This is an optimization exercise on Yosys and OpenROAD, whose aim is small area, a short achievable clock period and few clock cycles, not a production implementation. At most, simulation tests tie the RTL to the original design; equivalence was not proved. Power figures rest on the tool's default switching activity, not on a simulated workload.

## uc32_alu
module uc32_alu (
    input  wire        clk,
    input  wire        rst,           
    input  wire        in_valid,
    output wire        in_ready,
    input  wire [10:0] in_fn,
    input  wire [31:0] in_a,
    input  wire [31:0] in_b,
    output reg         out_valid,
    output reg  [31:0] out_result,
    output reg         out_illegal
);
export LEC_CHECK = 0
export CAP_MARGIN = 20
export CORE_MARGIN = 2
export CORE_UTILIZATION = 40
export PLACE_DENSITY = 0.6
export SETUP_SLACK_MARGIN = 3.5
export SLEW_MARGIN = 20
create_clock -name core_clock -period 8.0 [get_ports {clk}]
run.sh (not shown) runs the stock make flow with config.mk's settings and CLKGATE_MAP_FILE= SYNTH_SCRIPT=/design/flow/synth_recipe.tcl, a recipe that flattens the netlist after the stock synthesis.
Then changed:
--- a/flow/design.v
+++ b/flow/design.v
@@ -121,20 +121,16 @@
     wire [4:0]  eB    = (!mul_sg && B[31]) ? 5'd16 : {1'b0, cB[4:1]};
     wire        aM    = eA < eB;          
     wire [4:0]  nk1   = aM ? eA : eB;
     wire        selA  = p_exec ? aM : 1'b1;
     wire [31:0] msrc  = selA ? A : B[31:0];
     wire [31:0] mcand = selA ? B[31:0] : A;
-    wire        fA    = mul_sg & A[31];
-    wire        fB    = mul_sg & B[31];
-    wire [36:0] aext  = {{4{fA}}, A, 1'b0};
-    wire [36:0] bext  = {{4{fB}}, B[31:0], 1'b0};
-    wire [4:0]  aidx  = p_exec ? eA : (cnt - 5'd1);
-    wire [2:0]  dA    = aext[{aidx, 1'b0} +: 3];
-    wire [2:0]  dB    = bext[{eB, 1'b0} +: 3];
-    wire [2:0]  dnext = booth(selA ? dA : dB);
+    wire        mfil  = mul_sg & msrc[31];
+    wire [36:0] mext  = {{4{mfil}}, msrc, 1'b0};
+    wire [4:0]  didx  = p_exec ? nk1 : (cnt - 5'd1);
+    wire [2:0]  dnext = booth(mext[{didx, 1'b0} +: 3]);
     wire [5:0] d0 = {1'b0, cA} - {1'b0, cB};
     reg  [4:0] ds;
     always @(*) begin
         if (bzf || (!div_sg && B[31]))
             ds = 5'd0;                                    
         else if (!div_sg && A[31])
Effect: Count of clock-buffer cells in the layout stays the same. Worst setup slack gets worse by 0.15 ns. Sequential power hardly moves. Power goes up by 3.9%. Final area goes down by 1.5%. Utilization stays flat. Cell count goes up by 0.66%. Combinational power goes up by about 6%. Routed wire length goes up by 2.7%.
No functional check of the RTL was part of any run of this note.

* * *

The RTL this note starts from:
==> flow/design.v <==
`timescale 1ns/1ps
module uc32_alu (
    input  wire        clk,
    input  wire        rst,           
    input  wire        in_valid,
    output wire        in_ready,
    input  wire [10:0] in_fn,
    input  wire [31:0] in_a,
    input  wire [31:0] in_b,
    output reg         out_valid,
    output reg  [31:0] out_result,
    output reg         out_illegal
);
    localparam [3:0] O_SUM = 4'd0, O_LT = 4'd1, O_AND = 4'd2, O_OR = 4'd3, O_XOR = 4'd4,
                     O_FUN = 4'd5, O_ZERO = 4'd6, O_HI = 4'd7, O_ONES = 4'd8, O_REM = 4'd9;
    localparam [2:0] D_0 = 3'b000, D_P1 = 3'b001, D_M1 = 3'b101;
    wire in_hi0    = (in_fn[10:5] == 6'd0);
    wire in_simple = in_hi0 && !in_fn[4] && (in_fn[3:0] <= 4'd9);
    wire in_mul    = in_hi0 && (in_fn[4:2] == 3'b100) && (in_fn[1:0] != 2'd3);
    wire in_div    = in_hi0 && (in_fn[4:2] == 3'b101);
    wire in_ill    = !(in_simple || in_mul || in_div);
    wire in_slt    = (in_fn[3:0] == 4'd8);
    wire in_dsg    = !in_fn[0];
    wire in_bsx    = in_b[31] && (in_fn[4] ? in_dsg : in_slt);
    reg  [3:0] in_osel;
    always @(*) begin
        in_osel = O_ZERO;
        if (in_simple) begin
            case (in_fn[3:0])
                4'd0, 4'd1:       in_osel = O_SUM;
                4'd2:             in_osel = O_AND;
                4'd3:             in_osel = O_OR;
                4'd4:             in_osel = O_XOR;
                4'd5, 4'd6, 4'd7: in_osel = O_FUN;
                default:          in_osel = O_LT;
            endcase
        end else if (in_div) begin
            in_osel = O_SUM;                  
        end
    end
    function automatic [4:0] sigbits(input [31:0] x);
        reg [31:0] w;
        reg [15:0] v1; reg [15:0] i1;
        reg [7:0]  v2; reg [15:0] i2;
        reg [3:0]  v3; reg [11:0] i3;
        reg [1:0]  v4; reg [7:0]  i4;
        integer k;
        begin
            w = {x[30:0] ^ {31{x[31]}}, 1'b0};
            for (k = 0; k < 16; k = k + 1) begin
                v1[k] = w[2*k+1] | w[2*k];
                i1[k] = w[2*k+1];
            end
            for (k = 0; k < 8; k = k + 1) begin
                v2[k] = v1[2*k+1] | v1[2*k];
                i2[2*k +: 2] = v1[2*k+1] ? {1'b1, i1[2*k+1]} : {1'b0, i1[2*k]};
            end
            for (k = 0; k < 4; k = k + 1) begin
                v3[k] = v2[2*k+1] | v2[2*k];
                i3[3*k +: 3] = v2[2*k+1] ? {1'b1, i2[2*(2*k+1) +: 2]} : {1'b0, i2[2*(2*k) +: 2]};
            end
            for (k = 0; k < 2; k = k + 1) begin
                v4[k] = v3[2*k+1] | v3[2*k];
                i4[4*k +: 4] = v3[2*k+1] ? {1'b1, i3[3*(2*k+1) +: 3]} : {1'b0, i3[3*(2*k) +: 3]};
            end
            sigbits = v4[1] ? {1'b1, i4[7:4]} : {1'b0, i4[3:0]};
        end
    endfunction
    function automatic [2:0] booth(input [2:0] t);
        case (t)
            3'b001, 3'b010: booth = 3'b001;
            3'b011:         booth = 3'b010;
            3'b100:         booth = 3'b110;
            3'b101, 3'b110: booth = 3'b101;
            default:        booth = 3'b000;
        endcase
    endfunction
    function automatic [4:0] bsel(input [2:0] d);
        bsel = {d[2], d[1] & d[2], d[1] & !d[2], d[0] & d[2], d[0] & !d[2]};
    endfunction
    reg         v;                        
    reg         dn;                       
    reg         c_mul, c_div, c_ill;
    reg  [4:0]  op;                       
    reg         p_exec, p_step;           
    reg         lastf;                    
    reg  [31:0] A;        
    reg  [33:0] B;        
    reg  [31:0] accH;     
    reg  [4:0]  cA, cB;   
    reg         bzf;      
    reg         negr;     
    reg  [4:0]  cnt;      
    reg         x_mul, x_r, x_rn, x_a, x_an, asx, cin_x;
    reg  [3:0]  bs;       
    reg         bneg;     
    reg  [3:0]  osel;
    assign in_ready = !v || dn;
    wire fire = in_valid && in_ready;
    wire mul_sg  = (op[1:0] != 2'd2);
    wire div_sg  = !op[0];
    wire is_rem  = op[1];
    wire mul_hi  = (op[1:0] != 2'd0);
    wire [34:0] xin  = (({35{x_mul}} & {accH[0], out_result, 2'b00}) |
                        ({35{x_r}}   & {3'b000, out_result}) |
                        ({35{x_rn}}  & {3'b111, ~out_result}) |
                        ({35{x_a}}   & {{3{asx}}, A}) |
                        ({35{x_an}}  & ~{{3{asx}}, A}));
    wire [34:0] pp   = ({35{bs[0]}} & {B[33], B}) | ({35{bs[1]}} & ~{B[33], B}) |
                       ({35{bs[2]}} & {B, 1'b0})  | ({35{bs[3]}} & ~{B, 1'b0});
    wire [36:0] sumt = {1'b0, xin, 1'b1} + {1'b0, pp, bneg | cin_x};
    wire [34:0] sum  = sumt[35:1];
    wire        c35  = sumt[36];
    wire [28:0] up0  = accH[29:1];
    reg  [28:0] upP, upM;
    integer ui;
    always @(*) begin
        for (ui = 0; ui < 29; ui = ui + 1) begin
            upP[ui] = up0[ui] ^ ((ui == 0) ? 1'b1 : &(up0 | ~((29'd1 << ui) - 29'd1)));
            upM[ui] = up0[ui] ^ ((ui == 0) ? 1'b1 : ~|(up0 & ((29'd1 << ui) - 29'd1)));
        end
    end
    wire [28:0] upN  = (c35 == pp[34]) ? up0 : (c35 ? upP : upM);
    wire [31:0] newH = {upN, sum[34:32]};
    wire [4:0]  eA    = (!mul_sg && A[31]) ? 5'd16 : {1'b0, cA[4:1]};
    wire [4:0]  eB    = (!mul_sg && B[31]) ? 5'd16 : {1'b0, cB[4:1]};
    wire        aM    = eA < eB;          
    wire [4:0]  nk1   = aM ? eA : eB;
    wire        selA  = p_exec ? aM : 1'b1;
    wire [31:0] msrc  = selA ? A : B[31:0];
    wire [31:0] mcand = selA ? B[31:0] : A;
    wire        fA    = mul_sg & A[31];
    wire        fB    = mul_sg & B[31];
    wire [36:0] aext  = {{4{fA}}, A, 1'b0};
    wire [36:0] bext  = {{4{fB}}, B[31:0], 1'b0};
    wire [4:0]  aidx  = p_exec ? eA : (cnt - 5'd1);
    wire [2:0]  dA    = aext[{aidx, 1'b0} +: 3];
    wire [2:0]  dB    = bext[{eB, 1'b0} +: 3];
    wire [2:0]  dnext = booth(selA ? dA : dB);
    wire [5:0] d0 = {1'b0, cA} - {1'b0, cB};
    reg  [4:0] ds;
    always @(*) begin
        if (bzf || (!div_sg && B[31]))
            ds = 5'd0;                                    
        else if (!div_sg && A[31])
            ds = 5'd0 - cB;                               
        else if (div_sg && A[31])
            ds = d0[5] ? 5'd0 : ((d0[4:0] == 5'd31) ? 5'd31 : d0[4:0] + 5'd1);
        else
            ds = d0[5] ? 5'd0 : d0[4:0];
    end
    wire dnegn = div_sg & B[31];                          
    wire negrn = div_sg & (is_rem ? A[31] : (A[31] ^ B[31]));
    reg  [33:0] fH;
    reg  [31:0] fL;
    reg  [4:0]  ft;
    always @(*) begin
        if (c_div) begin                      
            fH = B;                       fL = 32'd0;             ft = ds;
        end else if (op[1:0] == 2'd1) begin   
            fH = {2'b00, A};              fL = 32'd0;             ft = B[4:0];
        end else begin                        
            fH = {{33{(op[1:0] == 2'd3) & A[31]}}, A[31]};
            fL = {A[30:0], 1'b0};
            ft = ~B[4:0];
        end
    end
    wire [65:0] fx  = {fH, fL};
    wire [48:0] fs4 = ft[4] ? fx[49:1]   : fx[65:17];    
    wire [40:0] fs3 = ft[3] ? fs4[40:0]  : fs4[48:8];
    wire [36:0] fs2 = ft[2] ? fs3[36:0]  : fs3[40:4];
    wire [34:0] fs1 = ft[1] ? fs2[34:0]  : fs2[36:2];
    wire [33:0] fun = ft[0] ? fs1[33:0]  : fs1[34:1];
    always @(posedge clk) begin
        begin
            accH        <= (p_exec || !c_mul) ? 32'd0 : newH;
            out_valid   <= v && dn;
            out_illegal <= c_ill;
            begin
                case (osel)
                    O_SUM:   out_result <= sum[31:0];
                    O_LT:    out_result <= {31'd0, sum[34]};
                    O_AND:   out_result <= A & B[31:0];
                    O_OR:    out_result <= A | B[31:0];
                    O_XOR:   out_result <= A ^ B[31:0];
                    O_FUN:   out_result <= fun[31:0];
                    O_HI:    out_result <= newH;
                    O_ONES:  out_result <= 32'hFFFF_FFFF;
                    O_REM:   if (!sum[34]) out_result <= sum[31:0];
                    default: out_result <= 32'd0;
                endcase
            end
            cA <= sigbits(in_a);
            cB <= sigbits(in_b);
            if (in_ready) begin
                v      <= in_valid;
                dn     <= in_simple || in_ill;
                c_mul  <= in_mul;
                c_div  <= in_div;
                c_ill  <= in_ill;
                op     <= in_fn[4:0];
                p_exec <= 1'b1;
                p_step <= 1'b0;
                A      <= in_a;
                B      <= {{2{in_bsx}}, in_b};
                bzf    <= (in_b == 32'd0);
                x_mul  <= 1'b0;
                x_r    <= 1'b0;
                x_a    <= !(in_div && in_dsg && in_a[31]);    
                x_an   <= in_div && in_dsg && in_a[31];
                x_rn   <= 1'b0;
                cin_x  <= in_div && in_dsg && in_a[31];
                asx    <= in_a[31] && (in_div ? in_dsg : in_slt);
                {bneg, bs}    <= bsel(in_div ? D_0 : ((in_fn[3:0] == 4'd0) ? D_P1 : D_M1));
                osel   <= in_osel;
            end else begin
                if (p_exec) begin
                    p_exec <= 1'b0;
                    p_step <= 1'b1;
                    if (c_mul) begin
                        A      <= msrc;
                        B      <= {{2{mul_sg & mcand[31]}}, mcand};
                        cnt    <= nk1;
                        lastf  <= (nk1 == 5'd0);
                        dn     <= (nk1 == 5'd0);
                        x_mul  <= 1'b1;
                        x_a    <= 1'b0;
                        x_an   <= 1'b0;
                        cin_x  <= 1'b0;
                        {bneg, bs}    <= bsel(dnext);
                        osel   <= (nk1 == 5'd0 && mul_hi) ? O_HI : O_SUM;
                    end else begin
                        A      <= 32'd0;
                        B      <= fun;
                        cnt    <= ds;
                        lastf  <= (ds == 5'd0);
                        negr   <= negrn;
                        dn     <= (ds == 5'd0) && is_rem && !negrn;
                        x_r    <= 1'b1;
                        x_a    <= 1'b0;
                        x_an   <= 1'b0;
                        cin_x  <= 1'b0;
                        {bneg, bs}    <= bsel(dnegn ? D_P1 : D_M1);
                        osel   <= O_REM;
                    end
                end
                if (p_step) begin
                    cnt   <= cnt - 5'd1;
                    lastf <= (cnt == 5'd1);
                    if (c_mul) begin
                        {bneg, bs}  <= bsel(dnext);
                        dn   <= (cnt == 5'd1);
                        osel <= (cnt == 5'd1 && mul_hi) ? O_HI : O_SUM;
                    end else begin
                        A <= {A[30:0], !sum[34]};
                        B <= {B[33], B[33:1]};
                        if (lastf) begin          
                            p_step <= 1'b0;
                            dn     <= 1'b1;
                            x_r    <= is_rem & !negr;
                            x_rn   <= is_rem & negr;
                            x_a    <= !is_rem & !negr;      
                            x_an   <= !is_rem & negr;
                            cin_x  <= negr;
                            asx    <= 1'b0;
                            {bneg, bs}    <= bsel(D_0);
                            osel   <= (bzf && !is_rem) ? O_ONES : O_SUM;
                        end else begin
                            dn     <= (cnt == 5'd1) && is_rem && !negr;
                        end
                    end
                end
            end
        end
        if (rst) begin
            v         <= 1'b0;
            dn        <= 1'b0;
            out_valid <= 1'b0;
        end
    end
endmodule
clock: 8.0 ns
lec_check: 0
abc_area: 1
cap_margin: 20
core_margin: 2
core_utilization: 50
place_density: 0.65
setup_slack_margin: 4.0
slew_margin: 20
standard.sh (not shown) runs the stock make flow with config.mk's settings and CLKGATE_MAP_FILE= SYNTH_SCRIPT=/design/flow/synth_recipe.tcl, a recipe that flattens the netlist after the stock synthesis.
==> flow/flow/run.sh <==
#!/bin/bash
# The standard layout (standard.sh, unchanged synthesis and steps), with one change:
# the buffers that ORFS puts on every input and output port are sky130_fd_sc_hd__buf_1
# instead of the cell buffer_ports picks by default (a delay buffer, clkdlybuf4s50_1).
# The make output goes to run_make.log; each ORFS step keeps its own log under orfs/logs/.
set -euo pipefail
export BUFFER_PORTS_ARGS="-buffer_cell sky130_fd_sc_hd__buf_1"
bash standard.sh > run_make.log 2>&1
The starting point produced a clean layout.
Testbench counts at the start, summed over its fixed seeds: cycles 14,436.
Edit:
--- a/flow/design.v
+++ b/flow/design.v
@@ -13,5 +13,6 @@
 );
     localparam [3:0] O_SUM = 4'd0, O_LT = 4'd1, O_AND = 4'd2, O_OR = 4'd3, O_XOR = 4'd4,
-                     O_FUN = 4'd5, O_ZERO = 4'd6, O_HI = 4'd7, O_ONES = 4'd8, O_REM = 4'd9;
+                     O_FUN = 4'd5, O_ZERO = 4'd6, O_HI = 4'd7, O_ONES = 4'd8, O_REM = 4'd9,
+                     O_QUO = 4'd10;
     localparam [2:0] D_0 = 3'b000, D_P1 = 3'b001, D_M1 = 3'b101;
     wire in_hi0    = (in_fn[10:5] == 6'd0);
@@ -188,4 +189,5 @@
                     O_ONES:  out_result <= 32'hFFFF_FFFF;
                     O_REM:   if (!sum[34]) out_result <= sum[31:0];
+                    O_QUO:   out_result <= {A[30:0], !sum[34]};
                     default: out_result <= 32'd0;
                 endcase
@@ -236,5 +238,5 @@
                         lastf  <= (ds == 5'd0);
                         negr   <= negrn;
-                        dn     <= (ds == 5'd0) && is_rem && !negrn;
+                        dn     <= (ds == 5'd0) && (is_rem ? !negrn : (!negrn || bzf));
                         x_r    <= 1'b1;
                         x_a    <= 1'b0;
@@ -242,5 +244,5 @@
                         cin_x  <= 1'b0;
                         {bneg, bs}    <= bsel(dnegn ? D_P1 : D_M1);
-                        osel   <= O_REM;
+                        osel   <= (ds == 5'd0 && !is_rem) ? (bzf ? O_ONES : O_QUO) : O_REM;
                     end
                 end
@@ -267,5 +269,6 @@
                             osel   <= (bzf && !is_rem) ? O_ONES : O_SUM;
                         end else begin
-                            dn     <= (cnt == 5'd1) && is_rem && !negr;
+                            dn     <= (cnt == 5'd1) && !negr;
+                            osel   <= (cnt == 5'd1 && !is_rem) ? O_QUO : O_REM;
                         end
                     end
Fmax drops by a few percent.
Wire length is higher by roughly a tenth.
Synthesized cell count increases by a few percent.
First-iteration DRC count came out higher by a quarter to a third.
Hold slack gets worse by 0.016 ns.
Clock skew stays flat.
Area after synthesis came out higher by a few percent.
Combinational power increases by about a fifth.
Worst setup slack degrades by 0.11 ns.
Non-clock buffer count is lower by 15.
Function not checked in the second run of this note: the RTL went through the layout flow alone.

[static timing again, ports no longer ideal]
Ports are ideal in the flow. The routed layouts listed here were re-timed in OpenROAD. Step 1: set_driving_cell puts a clkbuf_16 on clk and a buf_2 on each other input, an assumption about the parent block. Step 2 moves the port delays by t, midway between the first and last clock arrival at a register: inputs arrive t later, outputs are due t later. That takes back most of the time a late clock gives input paths. a / b / c = ideal ports / drivers / drivers and shift; a / b = the first two.
run	t, ns	setup WS [ns]	slew at the worst register clock pin (ns)	cell pins on the clock port's net
the first run of note 1	0.561	3.287 / 3.287 / 3.074	0.09 / 0.09	1
the second run of note 1	0.575	3.132 / 3.132 / 3.006	0.10 / 0.10	1
the first run of note 2	0.599	4.028 / 4.064 / 3.465	0.10 / 0.10	1
the second run of note 2	0.581	3.919 / 3.919 / 3.919	0.09 / 0.09	1
After both steps every run listed still meets setup and hold. The setup slack of the first run of note 2, which loses most, moves by +0.036 ns with the drivers and by -0.563 ns with both steps.
